Source: an optimization exercise on an open RTL-to-GDS flow (aim: small area, a short achievable clock period and few clock cycles). Production flows keep margins and buffers that such runs may drop. The RTL was checked by simulation tests, not by an equivalence proof against the original design. No activity file was given, so power comes from the tool's default toggle rates.

===== flow/run.sh =====
#!/bin/bash
# synth_recipe.tcl (not shown) runs the flow's synth.tcl, then flattens the netlist and writes it again
# the make line also repeats each setting of config.mk as NAME=value (left out here)
make -C /OpenROAD-flow-scripts/flow DESIGN_CONFIG=/design/flow/config.mk WORK_HOME=/design/flow/orfs CLKGATE_MAP_FILE= SYNTH_SCRIPT=/design/flow/synth_recipe.tcl finish

===== flow/config.mk =====
export PLATFORM = sky130hd
export DESIGN_NAME = ce_alu
export DESIGN_NICKNAME = ce_alu
export VERILOG_FILES = /design/flow/design.v
export SDC_FILE = /design/flow/constraint.sdc
export NUM_CORES = 4
export LEC_CHECK = 0
export CAP_MARGIN = 20
export CORE_MARGIN = 2
export CORE_UTILIZATION = 35
export SLEW_MARGIN = 20

===== flow/constraint.sdc =====
create_clock -name core_clock -period 10.0 [get_ports {clk}]
set_input_delay 2.0000 -clock core_clock [delete_from_list [all_inputs] [get_ports {clk}]]
set_output_delay 2.0000 -clock core_clock [all_outputs]
set_load 0.01 [all_outputs]

===== flow/design.v =====
module ce_alu (
    input  wire        clk,
    input  wire        rst,         
    input  wire        in_valid,
    output wire        in_ready,
    input  wire [7:0]  op,
    input  wire [1:0]  sz,          
    input  wire [31:0] a,           
    input  wire [31:0] b,           
    input  wire [31:0] c,           
    input  wire [4:0]  flags_in,    
    output reg         out_valid,
    output reg  [31:0] result,
    output reg  [4:0]  flags_out,
    output reg         wr_d,
    output reg  [1:0]  exc          
);
    localparam FC = 0, FV = 1, FZ = 2, FN = 3, FT = 4;
    localparam ST_NORM = 3'd0, ST_MUL = 3'd1, ST_MULF = 3'd2, ST_DIVB = 3'd3,
               ST_DIV  = 3'd4, ST_DIVF = 3'd5, ST_CRC = 3'd6;
    function automatic multi_op(input [7:0] o, input [1:0] s);
        multi_op = (s != 2'd3) &&
                   (((o[7:4] == 4'h1) && (o[3:0] >= 4'h4) && (o[3:0] <= 4'hA)) ||
                    (((o == 8'h37) || (o == 8'h38)) && (s != 2'd0)));
    endfunction
    reg        rdy;
    reg        v1;
    reg [2:0]  st;
    reg [4:0]  cnt;
    reg        neg_q, neg_r;
    reg [7:0]  op1;
    reg [1:0]  sz1;
    reg [31:0] a1, b1, c1;
    reg [4:0]  f1;
    assign in_ready = rdy;
    wire s8  = (sz1 == 2'd0);
    wire s16 = (sz1 == 2'd1);
    wire [31:0] mask = s8 ? 32'h0000_00FF : s16 ? 32'h0000_FFFF : 32'hFFFF_FFFF;
    wire [4:0]  modmask = s8 ? 5'd7 : s16 ? 5'd15 : 5'd31;
    wire [31:0] am = a1 & mask;
    wire [31:0] bm = b1 & mask;
    wire [31:0] cm = c1 & mask;
    function automatic msb_at(input [31:0] x, input [1:0] s);
        msb_at = (s == 2'd0) ? x[7] : (s == 2'd1) ? x[15] : x[31];
    endfunction
    function automatic [31:0] sext(input [31:0] x, input [1:0] s);
        sext = (s == 2'd0) ? {{24{x[7]}}, x[7:0]} :
               (s == 2'd1) ? {{16{x[15]}}, x[15:0]} : x;
    endfunction
    wire        a_neg = msb_at(a1, sz1);
    wire        b_neg = msb_at(b1, sz1);
    wire [31:0] as32  = sext(a1, sz1);
    wire op_add  = (op1 == 8'h10) || (op1 == 8'h11);
    wire op_sub  = (op1 == 8'h12) || (op1 == 8'h13) || (op1 == 8'h1B) || (op1 == 8'h1C);
    wire op_mul  = (op1 == 8'h14) || (op1 == 8'h15) || (op1 == 8'h16);
    wire op_div  = (op1 >= 8'h17) && (op1 <= 8'h1A);
    wire op_log  = (op1 >= 8'h20) && (op1 <= 8'h25);
    wire op_sh   = (op1 >= 8'h26) && (op1 <= 8'h2A);
    wire op_bit  = (op1 >= 8'h30) && (op1 <= 8'h33);
    wire op_ffs  = (op1 == 8'h35);
    wire op_bsw  = (op1 == 8'h36);
    wire op_crc  = (op1 == 8'h37) || (op1 == 8'h38);
    wire legal   = (sz1 != 2'd3) &&
                   (op_add || op_sub || op_mul || op_div || op_log || op_sh ||
                    op_bit || op_ffs || op_bsw || op_crc);
    wire        is_neg  = (op1 == 8'h1B);
    wire [31:0] ad_x    = is_neg ? 32'd0 : am;
    wire [31:0] ad_y    = (is_neg ? am : bm) ^ (op_sub ? mask : 32'd0);
    wire        ad_ci   = (op1 == 8'h11) ? f1[FC] :
                          (op1 == 8'h13) ? ~f1[FC] : op_sub;
    wire [32:0] ad_s    = {1'b0, ad_x} + {1'b0, ad_y} + {32'd0, ad_ci};
    wire [31:0] ad_r    = ad_s[31:0] & mask;
    wire        ad_co   = s8 ? ad_s[8] : s16 ? ad_s[16] : ad_s[32];
    wire        ad_c    = ad_co ^ op_sub;                
    wire        ad_v    = msb_at((ad_x ^ ad_r) & (ad_y ^ ad_r), sz1);
    reg [31:0] lg_r;
    always @* begin
        case (op1[2:0])
            3'd0:    lg_r = am & bm;
            3'd1:    lg_r = am | bm;
            3'd2:    lg_r = am ^ bm;
            3'd3:    lg_r = am & ~bm;
            3'd4:    lg_r = ~am & mask;
            default: lg_r = am;
        endcase
    end
    wire        divb    = (st == ST_DIVB);
    wire [4:0]  k       = b1[4:0];
    wire [4:0]  kr      = b1[4:0] & modmask;
    wire [31:0] rep     = s8 ? {4{a1[7:0]}} : s16 ? {2{a1[15:0]}} : a1;
    wire        sh_l    = divb || (op1 == 8'h26);
    wire        sh_rot  = (op1 == 8'h29) || (op1 == 8'h2A);
    wire        sh_sar  = (op1 == 8'h28);
    wire [4:0]  dnorm;
    reg  [31:0] fs_h, fs_l;
    reg  [4:0]  fs_s;
    always @* begin
        if (sh_l) begin
            fs_h = {1'b0, am[31:1]};
            fs_l = {am[0], 31'd0};
            fs_s = divb ? ~dnorm : ~k;
        end else if (sh_rot) begin
            fs_h = rep;
            fs_l = rep;
            fs_s = (op1 == 8'h29) ? (5'd0 - kr) : kr;
        end else begin
            fs_h = {32{sh_sar & a_neg}};
            fs_l = sh_sar ? as32 : am;
            fs_s = k;
        end
    end
    wire [64:0] fs_in  = {fs_h, fs_l, 1'b0};
    wire [33:0] fs_out = fs_in >> fs_s;
    wire [31:0] sh_r   = fs_out[32:1] & mask;
    reg         sh_c;
    always @* begin
        if (op1 == 8'h26)
            sh_c = s8 ? fs_out[9] : s16 ? fs_out[17] : fs_out[33];
        else if (sh_rot)
            sh_c = (kr == 5'd0) ? 1'b0 :
                   (op1 == 8'h29) ? fs_out[1] : msb_at(fs_out[32:1], sz1);
        else
            sh_c = fs_out[0];
    end
    wire        is_btst = (op1 == 8'h30);
    wire [4:0]  bitn    = (is_btst ? b1[4:0] : a1[4:0]) & modmask;
    wire [31:0] bsrc    = is_btst ? a1 : c1;
    wire        bit_t   = bsrc[bitn];
    wire [31:0] onehot  = 32'd1 << bitn;
    reg  [31:0] bt_r;
    always @* begin
        case (op1[1:0])
            2'd1:    bt_r = cm | onehot;
            2'd2:    bt_r = cm & ~onehot;
            default: bt_r = cm ^ onehot;
        endcase
    end
    reg [5:0] ffs_i;
    integer   q;
    always @* begin
        ffs_i = s8 ? 6'd8 : s16 ? 6'd16 : 6'd32;
        for (q = 31; q >= 0; q = q - 1)
            if (am[q]) ffs_i = q[5:0];
    end
    wire [31:0] bsw_r = s8  ? {25'd0, a1[7:0]} :
                        s16 ? {16'd0, a1[7:0], a1[15:8]} :
                              {a1[7:0], a1[15:8], a1[23:16], a1[31:24]};
    function automatic [31:0] crc_byte(input [31:0] crc_in, input [7:0] d,
                                       input [31:0] poly);
        integer j;
        reg [31:0] cr;
        begin
            cr = crc_in ^ {25'd0, d};
            for (j = 0; j < 8; j = j + 1)
                cr = cr[0] ? ((cr >> 1) ^ poly) : (cr >> 1);
            crc_byte = cr;
        end
    endfunction
    wire [31:0] crc_c = crc_byte(a1, b1[7:0], 32'h82F6_3B78);
    wire [31:0] crc_e = crc_byte(a1, b1[7:0], 32'hEDB8_8320);
    wire [31:0] crc_r = op1[0] ? crc_c : crc_e;
    wire        mul_s    = (op1 == 8'h16);
    wire        mul_last = (st == ST_MUL) && (cnt == 5'd1);
    wire [32:0] mx       = mul_s ? {as32[31], as32} : {1'b0, am};
    wire [4:0]  mdig     = {mul_s & mul_last & b1[3], b1[3:0]};
    wire [31:0] macc     = (st == ST_MUL) ? c1 : 32'd0;
    wire [37:0] mt       = $signed({{6{mul_s & macc[31]}}, macc}) +
                           $signed(mx) * $signed(mdig);
    wire        div_s   = (op1 == 8'h18) || (op1 == 8'h1A);
    wire [31:0] mag_a   = ((div_s && a_neg) ? (32'd0 - a1) : a1) & mask;
    wire [31:0] mag_b   = ((div_s && b_neg) ? (32'd0 - b1) : b1) & mask;
    function automatic [5:0] lead(input [31:0] x);    
        integer i;
        begin
            lead = 6'd32;
            for (i = 0; i < 32; i = i + 1)
                if (x[i]) lead = i[5:0];
        end
    endfunction
    wire [5:0]  la      = lead(b1);
    wire [5:0]  lb      = lead(a1);
    wire [5:0]  ldiff   = la - lb;
    wire        qzero   = la[5] || (la < lb);
    assign      dnorm   = ldiff[4:0];
    wire [32:0] dv_d    = {1'b0, b1} - {1'b0, a1};
    wire        dv_ge   = ~dv_d[32];
    wire [31:0] dq      = ((neg_q ? (32'd0 - c1) : c1)) & mask;
    wire [31:0] dr      = ((neg_r ? (32'd0 - b1) : b1)) & mask;
    wire        d_rem   = (op1 == 8'h19) || (op1 == 8'h1A);
    wire [31:0] dvf_r   = d_rem ? dr : dq;
    wire        dvf_v   = (op1 == 8'h18) && !neg_q && msb_at(c1, sz1);
    reg [31:0] s_res;
    reg [4:0]  s_fl;      
    reg [4:0]  s_fm;      
    reg        s_wr;
    always @* begin
        s_res = 32'd0;
        s_fl  = 5'd0;
        s_fm  = 5'b01111;
        s_wr  = 1'b1;
        if (op_add || op_sub) begin
            s_res = ad_r;
            s_fl[FC] = ad_c;
            s_fl[FV] = ad_v;
            s_wr  = (op1 != 8'h1C);
        end else if (op_log) begin
            s_res = lg_r;
            s_wr  = (op1 != 8'h25);
        end else if (op_sh) begin
            s_res = sh_r;
            s_fl[FC] = sh_c;
        end else if (op_bit) begin
            s_res = bt_r;
            s_fm  = 5'b10000;
            s_wr  = !is_btst;
        end else if (op_ffs) begin
            s_res = {26'd0, ffs_i};
            s_fm  = 5'b00100;
        end else if (op_bsw) begin
            s_res = bsw_r;
            s_fm  = 5'b01100;
        end else begin
            s_res = crc_r;
            s_fm  = 5'b00000;
        end
        s_fl[FT] = bit_t;
        if (op_ffs)
            s_fl[FZ] = (am == 32'd0);
        else
            s_fl[FZ] = (s_res == 32'd0);
        s_fl[FN] = msb_at(s_res, sz1);
    end
    wire [31:0] ml_lo = s8 ? {25'd0, b1[31:24]} : s16 ? {16'd0, b1[31:16]} : b1;
    wire [31:0] mf_r  = (op1 == 8'h14) ? ml_lo : cm;
    wire accept = rdy && in_valid;
    reg [2:0] st_n;
    always @* begin
        st_n = st;
        case (st)
            ST_NORM: begin
                if (v1 && legal) begin
                    if (op_mul)                   st_n = ST_MUL;
                    else if (op_div)              st_n = (bm == 32'd0) ? ST_NORM : ST_DIVB;
                    else if (op_crc && !s8)       st_n = ST_CRC;
                end
            end
            ST_MUL:  if (cnt == 5'd1) st_n = ST_MULF;
            ST_MULF: st_n = ST_NORM;
            ST_DIVB: st_n = qzero ? ST_DIVF : ST_DIV;
            ST_DIV:  if (cnt == 5'd0 && 1'b1) st_n = ST_DIVF;
            ST_DIVF: st_n = ST_NORM;
            ST_CRC:  if (cnt == 5'd1) st_n = ST_NORM;
            default: st_n = ST_NORM;
        endcase
    end
    wire crc_last_next = (st == ST_NORM) ? s16 : (cnt == 5'd2);
    wire rdy_engine = (st_n == ST_NORM) || (st_n == ST_MULF) || (st_n == ST_DIVF) ||
                      ((st_n == ST_CRC) && crc_last_next);
    always @(posedge clk) begin
        out_valid <= 1'b0;
        if (rst) begin
            st  <= ST_NORM;
            rdy <= 1'b1;
            v1  <= 1'b0;
        end else begin
            st  <= st_n;
            rdy <= rdy ? !(in_valid && multi_op(op, sz)) : rdy_engine;
            v1  <= accept;
            case (st)
                ST_NORM: if (v1) begin
                    if (!legal) begin
                        out_valid <= 1'b1;
                        flags_out <= f1;
                        wr_d      <= 1'b0;
                        exc       <= 2'd2;
                        result    <= 32'd0;
                    end else if (op_mul) begin
                        cnt <= s8 ? 5'd1 : s16 ? 5'd3 : 5'd7;
                    end else if (op_div) begin
                        if (bm == 32'd0) begin
                            out_valid <= 1'b1;
                            flags_out <= f1;
                            wr_d      <= 1'b0;
                            exc       <= 2'd1;
                            result    <= 32'd0;
                        end
                        neg_q <= div_s && (a_neg ^ b_neg);
                        neg_r <= div_s && a_neg;
                    end else if (op_crc && !s8) begin
                        cnt <= s16 ? 5'd1 : 5'd3;
                    end else begin
                        out_valid <= 1'b1;
                        result    <= s_res;
                        flags_out <= (f1 & ~s_fm) | (s_fl & s_fm);
                        wr_d      <= s_wr;
                        exc       <= 2'd0;
                    end
                end
                ST_MUL: cnt <= cnt - 5'd1;
                ST_MULF: begin
                    out_valid <= 1'b1;
                    result    <= mf_r;
                    flags_out <= {f1[FT], msb_at(mf_r, sz1), (mf_r == 32'd0), 2'b00};
                    wr_d      <= 1'b1;
                    exc       <= 2'd0;
                end
                ST_DIVB: cnt <= dnorm;
                ST_DIV:  cnt <= cnt - 5'd1;
                ST_DIVF: begin
                    out_valid <= 1'b1;
                    result    <= dvf_r;
                    flags_out <= {f1[FT], msb_at(dvf_r, sz1), (dvf_r == 32'd0), dvf_v, 1'b0};
                    wr_d      <= 1'b1;
                    exc       <= 2'd0;
                end
                ST_CRC: begin
                    cnt <= cnt - 5'd1;
                    if (cnt == 5'd1) begin
                        out_valid <= 1'b1;
                        result    <= crc_r;
                        flags_out <= f1;
                        wr_d      <= 1'b1;
                        exc       <= 2'd0;
                    end
                end
                default: ;
            endcase
        end
    end
    always @(posedge clk) begin
        if (rdy) begin
            op1 <= op;
            sz1 <= sz;
            a1  <= a;
            b1  <= b;
            c1  <= c;
            f1  <= flags_in;
        end else begin
            case (st)
                ST_NORM: begin
                    if (op_mul) begin
                        c1 <= mt[35:4];
                        b1 <= {mt[3:0], b1[31:4]};
                    end else if (op_div) begin
                        a1 <= mag_b;
                        b1 <= mag_a;
                    end else begin                   
                        a1 <= crc_r;
                        b1 <= {8'd0, b1[31:8]};
                    end
                end
                ST_MUL: begin
                    c1 <= mt[35:4];
                    b1 <= {mt[3:0], b1[31:4]};
                end
                ST_DIVB: begin
                    a1 <= fs_out[32:1];
                    c1 <= 32'd0;
                end
                ST_DIV: begin
                    if (dv_ge) b1 <= dv_d[31:0];
                    c1 <= {c1[30:0], dv_ge};
                    a1 <= {1'b0, a1[31:1]};
                end
                ST_CRC: begin
                    a1 <= crc_r;
                    b1 <= {8'd0, b1[31:8]};
                end
                default: ;
            endcase
        end
    end
endmodule

==> key figures <==
Status
  • Status: complete, no violations

Floorplanning
  • Initial Util: 35.4%
  • Die Width: 336 um
  • Chip height: 336 um
  • Die footprint: 0.113 sq mm
  • Core ar.: 0.109 sq mm
  • IO Pins: 156
  • # rows: 121

Global route
  • Global-route wire length before repair: 409000 um
  • Initial antenna violation count: 44
  • Tot GR Track Use: 53.1%
  • Number of global-route vias before repair: 46200
  • Largest net degree at the start of global routing: 81
  • Grt total ovfl: 0

Timing
  • Worst slew pin tran: 1410 ps
  • Fin crit period: 8220 ps
  • RSZ-0062 raised after global routing: no
  • Max-slew violation count: 0
  • Final setup vio count: 0
  • Clock skew: 21.2 ps
  • Rel. slew slack: 5.02%
  • Final Cycle Share: 82.2%
  • Min Hold Slack: 594 ps
  • Fmax: 122 MHz
  • Final TNS setup: 0 ps
  • Fin. Hold Viols: 0

Yosys
  • Synth warn: 1
  • #FFs+latches synth: 164
  • Post-synth ARST share: 0%
  • EDFF count, synth: 158
  • Mapped Nets: 5926
  • Post-Synthesis Cells: 5424
  • Number of distinct library cells after synthesis: 111
  • Post-synthesis sequential area ratio: 12.6%
  • Mean post-synth cell area: 7.13 sq um
  • Post-Syn Area: 0.0387 sq mm
  • Synth Flop Type: edfxtp_1

Clock network
  • Post_cts resized: 0
  • CTS Buffer Depth: 2
  • Clock root buffer: clkbuf_16
  • CTS tree: yes
  • Clock sink total: 164
  • Clock slew at reported path FFs: 90 ps
  • Htree depth: 4
  • TritonCTS Buffers: 17
  • Post-CTS Setup Inserts: 0
  • Worst-Skew Late Latency: 540 ps
  • Post-CTS Hold Buffers: 0

Setup path
  • Required time of the critical path: 10370 ps
  • CP arrival: 8580 ps
  • CP Class: reg2reg
  • Critical Path Source Type: flip-flop
  • R2R Setup Slk: 1780 ps
  • CP Max Fanout: 12
  • Crit. End Element: flip-flop

Flow run
  • Max_cap viols: 0

Power
  • P per Cell Area: 115 mW/mm^2
  • Switching portion of total power: 56.9%
  • Logic pwr share: 68.4%
  • Internal power: 2140 uW
  • Clk pwr share: 14.3%
  • Psw: 2830 uW
  • Worst VDD drop: 139 uV
  • Leakage: 0.0167 uW
  • Flop pwr share: 17.4%

Placed design
  • Port Buf Inserts: 155
  • Post-DP Area: 0.0427 sq mm
  • Placer congestion estimate: 1.15
  • DP HPWL: 233000 um

Route
  • Number of remaining DRC errors: 0
  • Routed vias: 49600
  • WL/cell: 44.1 um
  • First DRT Iteration DRCs: 8707
  • Post-route ant nets: 0
  • Post-Route WL: 306000 um
  • Via density: 7.15
  • First-pass DRT Iterations: 9

Layout
  • Ratio of cells with drive above 1 in the final layout: 9.14%
  • Final nets: 5928
  • Post-layout instance area: 0.0433 sq mm
  • Layout area overhead: 12.1%

Worst hold path
  • Worst min path class: reg2reg
cell type report:
type | count | area, sq um
flip-flops and latches | 164 | 4870
repair buffers | 468 | 3900
multi-input cells | 4507 | 31100
fillers | 11600 | 65800
well taps | 1476 | 1850
clock inverters | 14 | 121
clock buffers | 18 | 429
inverters | 268 | 1010
diodes | 28 | 70.1
metal layers:
metal	share of wire (%)	global-route usage (%)	wire length, um
met4	11	48.0	34300
met1	36	61.3	110000
met3	14	23.3	41800
met2	39	73.5	120000
met5	0.098	0	301
cell usage in the layout, fill, tap and decap left out, drive strengths merged, types with 45 or more instances in the layout:
cell type      Yosys  layout
o221ai            73      73
buf              131     313
xor2              96      96
o211ai           117     117
nor2             517     517
a22oi             54      54
inv              250     257
nor3             105     105
a221oi            80      80
a21o              60      60
a21oi            412     412
nand3             88      88
o22ai             60      60
o31ai             58      58
and2              45      45
nand2            724     724
a211oi           126     126
edfxtp           158     158
mux2i            111     111
a31oi             47      47
xnor2            249     249
ha               255     255
clkdlybuf4s50      0     155
o21ai            453     453
fa               133     133
worst paths after layout:
check / endpoint / cells after the start / startpoint
hold reg to reg: flags_out[4]$_DFFE_PP_ / 2 / f1[4]$_DFFE_PP_
setup / recovery: flags_out[2]$_DFFE_PP_ / 24 / a1[8]$_DFFE_PP_
hold / removal: flags_out[4]$_DFFE_PP_ / 2 / f1[4]$_DFFE_PP_
setup reg to reg: flags_out[2]$_DFFE_PP_ / 24 / a1[8]$_DFFE_PP_
worst max-delay path, cell delays in order, from the launching register on:
cell,delay [ps]
edfxtp_1,1080
buf_4,400
nor2_1,100
a21boi_0,190
nor3_1,80
nor3_1,180
nor3_1,90
o31ai_1,210
a211oi_1,110
o31a_1,260
nor3_1,300
fa_1,290
a21o_1,130
a21oi_1,80
xnor2_1,920
o22a_1,710
buf_4,330
nor2_1,160
a32oi_1,340
o31a_1,370
a2111oi_0,210
o31ai_1,470
nand4bb_1,190
or4b_1,530
o41ai_2,280
power by group through the flow:
stage | Sequential, uW | Clock (uW) | Combinational (uW)
after floorplan | 828 | 0 | 1660
after global placement | 872 | 0 | 3150
after detailed placement | 873 | 0 | 3130
after CTS | 858 | 713 | 3150
after global routing | 863 | 727 | 3430
final | 864 | 711 | 3400
cell usage after synthesis, types with 32 or more instances:
library cell / instances / area, sq um
nand4_1: 39 / 244
o22ai_1: 60 / 375
nor4_1: 41 / 257
inv_1: 246 / 923
ha_1: 255 / 3190
a31oi_1: 47 / 294
nor3_1: 101 / 505
nand2b_1: 40 / 250
o211ai_1: 116 / 871
o21a_1: 33 / 248
a21oi_1: 406 / 2030
nor2_1: 514 / 1930
a221oi_1: 80 / 701
xnor2_1: 249 / 2180
and2_1: 44 / 275
clkbuf_1: 353 / 1330
nand3_1: 87 / 435
buf_2: 56 / 280
mux2_2: 36 / 405
buf_1: 61 / 229
a22oi_1: 54 / 405
or3_1: 32 / 200
o221ai_1: 73 / 639
nand2_1: 724 / 2720
o31ai_1: 58 / 435
fa_1: 133 / 2660
xor2_1: 95 / 832
a211oi_1: 122 / 916
mux2i_1: 111 / 1110
edfxtp_1: 158 / 4740
a21o_1: 60 / 450
o21ai_0: 435 / 2180
stage by stage:
step	worst slack (ps)	util (%)	total power, uW	std cells
floorplan	2430	-	2490	5424
global placement	2040	39.1	4020	6880
detailed placement	2110	39.1	4000	6881
CTS	2070	39.6	4720	6913
global route	1490	39.6	5020	6917
finish	1780	39.7	4980	6943
logic make-up (layout without fill, tap and decap cells):
kind of cell | count (synthesis) | count (layout) | synth area share [%]
flip-flops | 164 | 164 | 12.6
XOR/XNOR | 346 | 346 | 7.90
multiplexers | 152 | 152 | 4.21
AND/OR/NAND/NOR | 1765 | 1765 | 20.5
other | 0 | 28 | 0
adder cells (fa/ha/maj) | 388 | 388 | 15.1
AO/OA/AOI/OAI | 1856 | 1856 | 32.0
buffers and inverters | 753 | 768 | 7.69
flip-flops by register name, summed over array words and instances, names as in the netlist:
register	flops
op1	8
a1	32
sz1	2
cnt	5
neg_r	1
v1	1
wr_d	1
f1	5
out_valid	1
b1	32
flags_out	5
result	32
rdy	1
neg_q	1
exc	2
c1	32
st	3
Testbench counts, summed over its fixed seeds: cycles 6,366.

## static timing again, ports no longer ideal
How much do the figures lean on ideal ports? The routed layout below was timed once more, with nothing changed but the port constraints.
Step 1 (the two cells are an assumption about what drives the block):
set clk [get_ports {clk}]
set_driving_cell -lib_cell sky130_fd_sc_hd__clkbuf_16 $clk
set_driving_cell -lib_cell sky130_fd_sc_hd__buf_2 [delete_from_list [all_inputs] $clk]
Step 2, shift: input delay + t, output delay - t, t = (earliest + latest rising clock arrival at the registers) / 2. This alone moves slack from input paths to output paths.
Three values: ideal, step 1, step 2; two values: the first two.
t (ns): 0.601
setup slack, ns: 1.785 / 1.785 / 1.785
worst setup path after step 2: register to register
latest minus earliest clock arrival (ns): 0.021 / 0.021
worst register clock-pin slew, ns: 0.09 / 0.09
After both steps setup and hold are still met in this run. The setup slack of this run moves by 0.000 ns with the drivers and by 0.000 ns with both steps.
